What follows belongs to an exercise in optimizing a design on an open flow for small area, a short achievable clock period and few clock cycles per item; a production flow would make more cautious choices. Only simulation tests tie the RTL to the original design; equivalence was not proved.

==> design.v <==
module kloile_enc (
    input  wire         clk,
    input  wire         rst,
    input  wire         in_valid,
    output wire         in_ready,
    input  wire         in_k18,       
    input  wire [575:0] in_pix,
    output wire         out_valid,
    input  wire         out_ready,
    output wire [383:0] out_word,
    output wire [11:0]  out_err
);
    localparam [2:0] S_LOAD  = 3'd0,
                     S_SCAN  = 3'd1,
                     S_FIT   = 3'd2,
                     S_QUANT = 3'd3,
                     S_OUT   = 3'd4;
    reg [2:0]   state;
    reg [3:0]   idx;
    reg         k18;
    reg [575:0] pix;             
    wire [11:0] cur_r = pix[11:0];
    wire [11:0] cur_g = pix[23:12];
    wire [11:0] cur_b = pix[35:24];
    wire [13:0]        ysum   = {2'b00, cur_r} + {1'b0, cur_g, 1'b0} + {2'b00, cur_b};
    wire [11:0]        cur_y  = ysum[13:2];
    wire signed [12:0] cur_cb = $signed({1'b0, cur_b}) - $signed({1'b0, cur_g});
    wire signed [12:0] cur_cr = $signed({1'b0, cur_r}) - $signed({1'b0, cur_g});
    reg [11:0]        y_min, y_max;
    reg signed [12:0] cb_min, cb_max, cr_min, cr_max;
    wire [12:0] y_span  = {1'b0, y_max} - {1'b0, y_min};
    wire [12:0] cb_span = cb_max - cb_min;
    wire [12:0] cr_span = cr_max - cr_min;
    wire [3:0] ky0 = k18 ? 4'd8 : 4'd10;
    wire [3:0] kc0 = k18 ? 4'd3 : 4'd5;
    wire [3:0] ky1 = k18 ? 4'd6 : 4'd8;
    wire [3:0] kc1 = k18 ? 4'd4 : 4'd6;
    function [3:0] fit_shift(input [12:0] span, input [3:0] k);
        integer s;
        reg [15:0] h;
        reg [15:0] v;
        reg [15:0] lim;
        begin
            fit_shift = 4'd15;
            lim = (16'd1 << k) - 16'd1;
            for (s = 15; s >= 0; s = s - 1) begin
                h = (s == 0) ? 16'd0 : (16'd1 << (s - 1));
                v = ({3'b000, span} + h) >> s;
                if (v <= lim)
                    fit_shift = s[3:0];
            end
        end
    endfunction
    reg [3:0] sy0, scb0, scr0, sy1, scb1, scr1;
    function [15:0] half(input [3:0] s);
        half = (s == 4'd0) ? 16'd0 : (16'd1 << (s - 4'd1));
    endfunction
    function [15:0] quant(input signed [13:0] x, input signed [13:0] m, input [3:0] s);
        reg [15:0] d;
        begin
            d = {2'b00, x - m} + half(s);
            quant = d >> s;
        end
    endfunction
    function signed [17:0] dequant(input signed [13:0] m, input [15:0] q, input [3:0] s);
        reg [31:0] p;
        begin
            p = {16'd0, q} << s;
            dequant = m + $signed({1'b0, p[16:0]});
        end
    endfunction
    function [11:0] clamp12(input signed [17:0] v);
        if (v < 0)
            clamp12 = 12'd0;
        else if (v > 18'sd4095)
            clamp12 = 12'd4095;
        else
            clamp12 = v[11:0];
    endfunction
    function [11:0] absdiff(input [11:0] a, input [11:0] b);
        absdiff = (a > b) ? a - b : b - a;
    endfunction
    function [11:0] pixel_err(input signed [17:0] yd, input signed [17:0] cbd,
                              input signed [17:0] crd,
                              input [11:0] r, input [11:0] g, input [11:0] b);
        reg signed [17:0] sum, gd, rd, bd;
        reg [11:0] er, eg, eb, e;
        begin
            sum = cbd + crd;
            gd  = yd - (sum >>> 2);            
            rd  = crd + gd;
            bd  = cbd + gd;
            er  = absdiff(clamp12(rd), r);
            eg  = absdiff(clamp12(gd), g);
            eb  = absdiff(clamp12(bd), b);
            e   = er;
            if (eg > e) e = eg;
            if (eb > e) e = eb;
            pixel_err = e;
        end
    endfunction
    wire signed [13:0] xy  = $signed({2'b00, cur_y});
    wire signed [13:0] xcb = cur_cb;
    wire signed [13:0] xcr = cur_cr;
    wire signed [13:0] my  = $signed({2'b00, y_min});
    wire signed [13:0] mcb = cb_min;
    wire signed [13:0] mcr = cr_min;
    wire [15:0] qy0  = quant(xy,  my,  sy0);
    wire [15:0] qcb0 = quant(xcb, mcb, scb0);
    wire [15:0] qcr0 = quant(xcr, mcr, scr0);
    wire [15:0] qy1  = quant(xy,  my,  sy1);
    wire [15:0] qcb1 = quant(xcb, mcb, scb1);
    wire [15:0] qcr1 = quant(xcr, mcr, scr1);
    wire [11:0] err0 = pixel_err(dequant(my, qy0, sy0), dequant(mcb, qcb0, scb0),
                                 dequant(mcr, qcr0, scr0), cur_r, cur_g, cur_b);
    wire [11:0] err1 = pixel_err(dequant(my, qy1, sy1), dequant(mcb, qcb1, scb1),
                                 dequant(mcr, qcr1, scr1), cur_r, cur_g, cur_b);
    reg [11:0] emax0, emax1;
    reg [159:0] smp_y0;          
    reg [95:0]  smp_cb0, smp_cr0;  
    reg [159:0] smp_y1;
    reg [95:0]  smp_cb1, smp_cr1;
    function [383:0] pack(input mode, input [3:0] ky, input [3:0] kc,
                          input [11:0] ybase, input [3:0] sy,
                          input [12:0] cbbase, input [3:0] scb,
                          input [12:0] crbase, input [3:0] scr,
                          input [159:0] sy_q, input [95:0] scb_q, input [95:0] scr_q);
        integer i, j, pos;
        reg [383:0] w;
        begin
            w = 384'd0;
            w[0]     = mode;
            w[12:1]  = ybase;
            w[16:13] = sy;
            w[29:17] = cbbase;
            w[33:30] = scb;
            w[46:34] = crbase;
            w[50:47] = scr;
            pos = 64;
            for (i = 0; i < 16; i = i + 1)
                for (j = 0; j < 10; j = j + 1)
                    if (j < ky) begin
                        w[pos] = sy_q[10*i + j];
                        pos = pos + 1;
                    end
            for (i = 0; i < 16; i = i + 1)
                for (j = 0; j < 6; j = j + 1)
                    if (j < kc) begin
                        w[pos] = scb_q[6*i + j];
                        pos = pos + 1;
                    end
            for (i = 0; i < 16; i = i + 1)
                for (j = 0; j < 6; j = j + 1)
                    if (j < kc) begin
                        w[pos] = scr_q[6*i + j];
                        pos = pos + 1;
                    end
            pack = w;
        end
    endfunction
    wire        use1 = emax1 < emax0;
    wire [383:0] word24_0 = pack(1'b0, 4'd10, 4'd5, y_min, sy0, cb_min, scb0, cr_min, scr0,
                                 smp_y0, smp_cb0, smp_cr0);
    wire [383:0] word24_1 = pack(1'b1, 4'd8,  4'd6, y_min, sy1, cb_min, scb1, cr_min, scr1,
                                 smp_y1, smp_cb1, smp_cr1);
    wire [383:0] word18_0 = pack(1'b0, 4'd8,  4'd3, y_min, sy0, cb_min, scb0, cr_min, scr0,
                                 smp_y0, smp_cb0, smp_cr0);
    wire [383:0] word18_1 = pack(1'b1, 4'd6,  4'd4, y_min, sy1, cb_min, scb1, cr_min, scr1,
                                 smp_y1, smp_cb1, smp_cr1);
    assign in_ready  = (state == S_LOAD);
    assign out_valid = (state == S_OUT);
    always @(posedge clk) begin
        if (rst) begin
            state <= S_LOAD;
            idx   <= 4'd0;
        end else begin
            case (state)
                S_LOAD: begin
                    if (in_valid) begin
                        pix    <= in_pix;
                        k18    <= in_k18;
                        idx    <= 4'd0;
                        y_min  <= 12'd4095;
                        y_max  <= 12'd0;
                        cb_min <= 13'sd4095;
                        cb_max <= -13'sd4095;
                        cr_min <= 13'sd4095;
                        cr_max <= -13'sd4095;
                        state  <= S_SCAN;
                    end
                end
                S_SCAN: begin
                    if (cur_y < y_min)   y_min  <= cur_y;
                    if (cur_y > y_max)   y_max  <= cur_y;
                    if (cur_cb < cb_min) cb_min <= cur_cb;
                    if (cur_cb > cb_max) cb_max <= cur_cb;
                    if (cur_cr < cr_min) cr_min <= cur_cr;
                    if (cur_cr > cr_max) cr_max <= cur_cr;
                    pix <= {pix[35:0], pix[575:36]};
                    idx <= idx + 4'd1;
                    if (idx == 4'd15)
                        state <= S_FIT;
                end
                S_FIT: begin
                    sy0   <= fit_shift(y_span,  ky0);
                    scb0  <= fit_shift(cb_span, kc0);
                    scr0  <= fit_shift(cr_span, kc0);
                    sy1   <= fit_shift(y_span,  ky1);
                    scb1  <= fit_shift(cb_span, kc1);
                    scr1  <= fit_shift(cr_span, kc1);
                    emax0 <= 12'd0;
                    emax1 <= 12'd0;
                    idx   <= 4'd0;
                    state <= S_QUANT;
                end
                S_QUANT: begin
                    if (err0 > emax0) emax0 <= err0;
                    if (err1 > emax1) emax1 <= err1;
                    smp_y0  <= {qy0[9:0],  smp_y0[159:10]};
                    smp_cb0 <= {qcb0[5:0], smp_cb0[95:6]};
                    smp_cr0 <= {qcr0[5:0], smp_cr0[95:6]};
                    smp_y1  <= {qy1[9:0],  smp_y1[159:10]};
                    smp_cb1 <= {qcb1[5:0], smp_cb1[95:6]};
                    smp_cr1 <= {qcr1[5:0], smp_cr1[95:6]};
                    pix <= {pix[35:0], pix[575:36]};
                    idx <= idx + 4'd1;
                    if (idx == 4'd15)
                        state <= S_OUT;
                end
                S_OUT: begin
                    if (out_ready)
                        state <= S_LOAD;
                end
                default: state <= S_LOAD;
            endcase
        end
    end
    assign out_word = k18 ? (use1 ? word18_1 : word18_0) : (use1 ? word24_1 : word24_0);
    assign out_err  = use1 ? emax1 : emax0;
endmodule
==> run.sh <==
#!/bin/bash
# synth_recipe.tcl (not shown) runs the flow's synth.tcl, then flattens the netlist and writes it again
# the make line also repeats each setting of config.mk as NAME=value (left out here)
make -C /OpenROAD-flow-scripts/flow DESIGN_CONFIG=/design/flow/config.mk WORK_HOME=/design/flow/orfs CLKGATE_MAP_FILE= SYNTH_SCRIPT=/design/flow/synth_recipe.tcl finish
==> config.mk <==
export PLATFORM = sky130hd
export DESIGN_NAME = kloile_enc
export DESIGN_NICKNAME = kloile_enc
export VERILOG_FILES = /design/flow/design.v
export SDC_FILE = /design/flow/constraint.sdc
export NUM_CORES = 8
export LEC_CHECK = 0
export CAP_MARGIN = 20
export CORE_MARGIN = 2
export CORE_UTILIZATION = 40
export PLACE_DENSITY = 0.6
export SLEW_MARGIN = 20
==> constraint.sdc <==
create_clock -name core_clock -period 22.0 [get_ports {clk}]
set_input_delay 4.4000 -clock core_clock [delete_from_list [all_inputs] [get_ports {clk}]]
set_output_delay 4.4000 -clock core_clock [all_outputs]
set_load 0.01 [all_outputs]
==> impl_metrics.yaml <==
routing:
  vias: 83600
  ant_nets: 0
  routedWlPerCell_um: 26.0
  drt_iter0_drc: 8344
  via_per_inst: 5.76
  drc: 0
  first_pass_iters: 6
  wirelength_um: 376000
hold_path:
  hp-start: "smp_cr1[53]$_DFFE_PP_"
  holdPathStages: 0
  hp-class: "reg -> reg"
synthesis:
  syn_area_um2: 96300
  yosysTopAreaCell: "edfxtp_1"
  synth_commonest_cells: "2281 x nand2_1, 1340 x edfxtp_1, 775 x ha_1"
  ys_types: 100
  yosysMostFrequentCell: "nand2_1"
  synth_top_area_share_pct: 41.8
  synth_flop_cell: "edfxtp_1"
  synth_edf_count: 1340
  ys_top_cells_by_area: "edfxtp_1 42%, ha_1 10%, nand2_1 8.9%, mux4_2 5.4%, a21oi_1 2.9%"
  ys_ff_latch: 1347
  synthArstFlopShare_pct: 0
  ys_warn_count: 1
  syn_inst: 9824
  seq_area_frac_synth_pct: 41.9
  postSynthAreaPerCell_um2: 9.80
global_route:
  grt_overflow_total: 0
  antenna_found_initial: 56
  grt_pass1_vias: 81600
  grt_start_max_net_pins: 203
  grt_pass1_wl_um: 541000
  grtUsageTotal_pct: 29.7
outcome:
  status: "timing/DRC/antenna clean"
finish:
  regArea_um2: 40400
  n_fill_cell: 22300
  fin_area_um2: 119000
  multi_input_area_um2: 53400
  layout-drive-gt1-share_pct: 12.6
  nets: 12600
  syn2layout_area_growth_pct: 24.0
  layout.cells.non_filler: 14500
place:
  dpl-instance-area_um2: 113000
  place_inst: 14200
  portBuffers: 965
  dpl_worst_slack_ns: 0.131
  place_congestion: 0.998
  dp_hpwl_um: 300000
critical_path:
  arrival_ns: 21.51
  start_kind: "register"
  rr_worst_depth: 89
  path_max_fanout: 8
  cpMostUsedCell: "buf_4"
  cpPeakStageDelay_ns: 0.65
  cp-startpoint: "pix[12]$_DFFE_PP_"
  path_class: "reg -> reg"
  r2r_start: "pix[12]$_DFFE_PP_"
  crit_slowest_cell: "fa_2"
  critPathCaptureType: "register"
  required_ns: 22.51
timing:
  setup_slack_ns: 0.997
  hold_violations: 0
  drv_slew: 0
  fin_tns_setup_ns: 0
  worst_pin_slew_ns: 1.31
  period_needed_ns: 21.00
  slew_headroom_pct: 12.4
  fin_worst_skew_ns: 0.0677
  period_share_pct: 95.5
  fmax_mhz: 47.6
  setup_viol: 0
floorplan:
  dieArea_um2: 245000
  start_util_pct: 40.1
  rows: 180
  io_pins: 979
  die_w_um: 495
  core_um2: 240000
  die_y_um: 495
clock_network:
  insertion_delay_ns: 0.87
  path_clk_slew_ns: 0.07
  root_buffer: "clkbuf_16"
  numCtsBuffers: 152
  tritoncts: "yes"
  cts.path.max_buffers: 3
  hold_buffers: 0
  htreeDepth: 4
  clock_sink_count: 1347
job:
  drv_cap: 0
==> cells in the final DEF, fill, tap and decap left out, drive strengths merged, types with 126 or more instances in the layout <==
master	n
edfxtp	1340
a21oi	556
nor3	166
a21o	214
clkbuf	177
nor2	540
inv	459
ha	775
o21ai	431
nand2	2281
nand3	145
xnor2	317
mux4	229
o21a	148
xor2	126
clkdlybuf4s50	965
buf	661
==> cell families (layout without fill, tap and decap cells) <==
family / Yosys count / in the layout / share of synthesized area, %
other cells: 2 / 51 / 0.00780
xor+xnor: 454 / 454 / 4.29
compound gates: 2179 / 2179 / 15.0
buf+inv: 911 / 2355 / 3.63
fa+ha+maj: 849 / 849 / 11.6
mux: 388 / 388 / 7.07
simple gates: 3694 / 3694 / 16.5
flops: 1347 / 1347 / 41.9
==> sequential cells by signal, indices dropped and copies added (netlist names), 13 cells and up <==
register  cells
cb_max       13
smp_y1      128
smp_cr0      80
smp_cb0      80
cb_min       13
pix         576
cr_min       13
cr_max       13
smp_y0      160
smp_cb1      96
smp_cr1      96
==> layout make-up <==
| type | count | share of cell area (%) |
|---|---|---|
| clock buffer | 177 | 3.26 |
| inverter | 466 | 1.48 |
| tap | 3185 | 3.34 |
| antenna | 24 | 0.0503 |
| multi-input combinational | 7591 | 44.8 |
| clock inverter | 86 | 0.941 |
| timing repair buffer | 1626 | 12.4 |
| sequential | 1347 | 33.8 |
==> metrics by stage <==
stage / util (%) / hold WS [ns]
floorplan: - / 0.421
global placement: 47.2 / 0.426
detailed placement: 47.2 / 0.428
CTS: 49.3 / 0.409
global route: 49.7 / 0.433
finish: 49.7 / 0.398
==> repair_timing <==
| action | CTS | global route |
|---|---|---|
| setup endpoints to repair | 12 | 41 |
| gates cloned | 0 | 1 |
| hold endpoints to repair | 0 | 0 |
| resized for setup | 2 | 210 |
| pin swaps | 0 | 48 |
| buffers inserted | 1 | 18 |
==> path summary, 6_finish.rpt <==
| check | endpoint | slack [ns] |
|---|---|---|
| setup / recovery | emax0[2]$_SDFFCE_PN0P_ | 1.0 |
| hold / removal | smp_cr1[47]$_DFFE_PP_ | 0.40 |
| hold reg to reg | smp_cr1[47]$_DFFE_PP_ | 0.40 |
| setup reg to reg | emax0[2]$_SDFFCE_PN0P_ | 1.0 |
==> worst max-delay path, delay by kind of cell, from the launching register on <==
family,cells,cell delay [ns]
compound gates,35,7.63
xor+xnor,3,0.60
fa+ha+maj,13,4.76
buf+inv,16,2.58
flops,1,0.48
mux,3,0.89
simple gates,19,3.71
==> metal layers <==
metal	share of wire [%]	GRT usage [%]
met5	0.098	0
met4	6.0	15.1
met3	7.3	5.82
met2	47	49.2
met1	39	36.7
Testbench counts, summed over its fixed seeds: cycles 44,800, items 1,280.

re-timing with driven ports:
The flow's constraints put no driver on any port. The routed layout listed below was extracted and timed again, unchanged, in two steps.
Step 1 (the two cells are an assumption about what drives the block):
set clk [get_ports {clk}]
set_driving_cell -lib_cell sky130_fd_sc_hd__clkbuf_16 $clk
set_driving_cell -lib_cell sky130_fd_sc_hd__buf_2 [delete_from_list [all_inputs] $clk]
Step 2, shift: input delay + t, output delay - t, t = (earliest + latest rising clock arrival at the registers) / 2. This alone moves slack from input paths to output paths.
Three values: no drivers, after step 1, after step 2; two values: the first two.
t, ns: 0.945
slack for setup (ns): 0.997 / 0.997 / 0.997
latest minus earliest clock arrival (ns): 0.088 / 0.088
After both steps this run still meets setup and hold. The setup slack of this run moves by 0.000 ns with the drivers and by 0.000 ns with both steps.
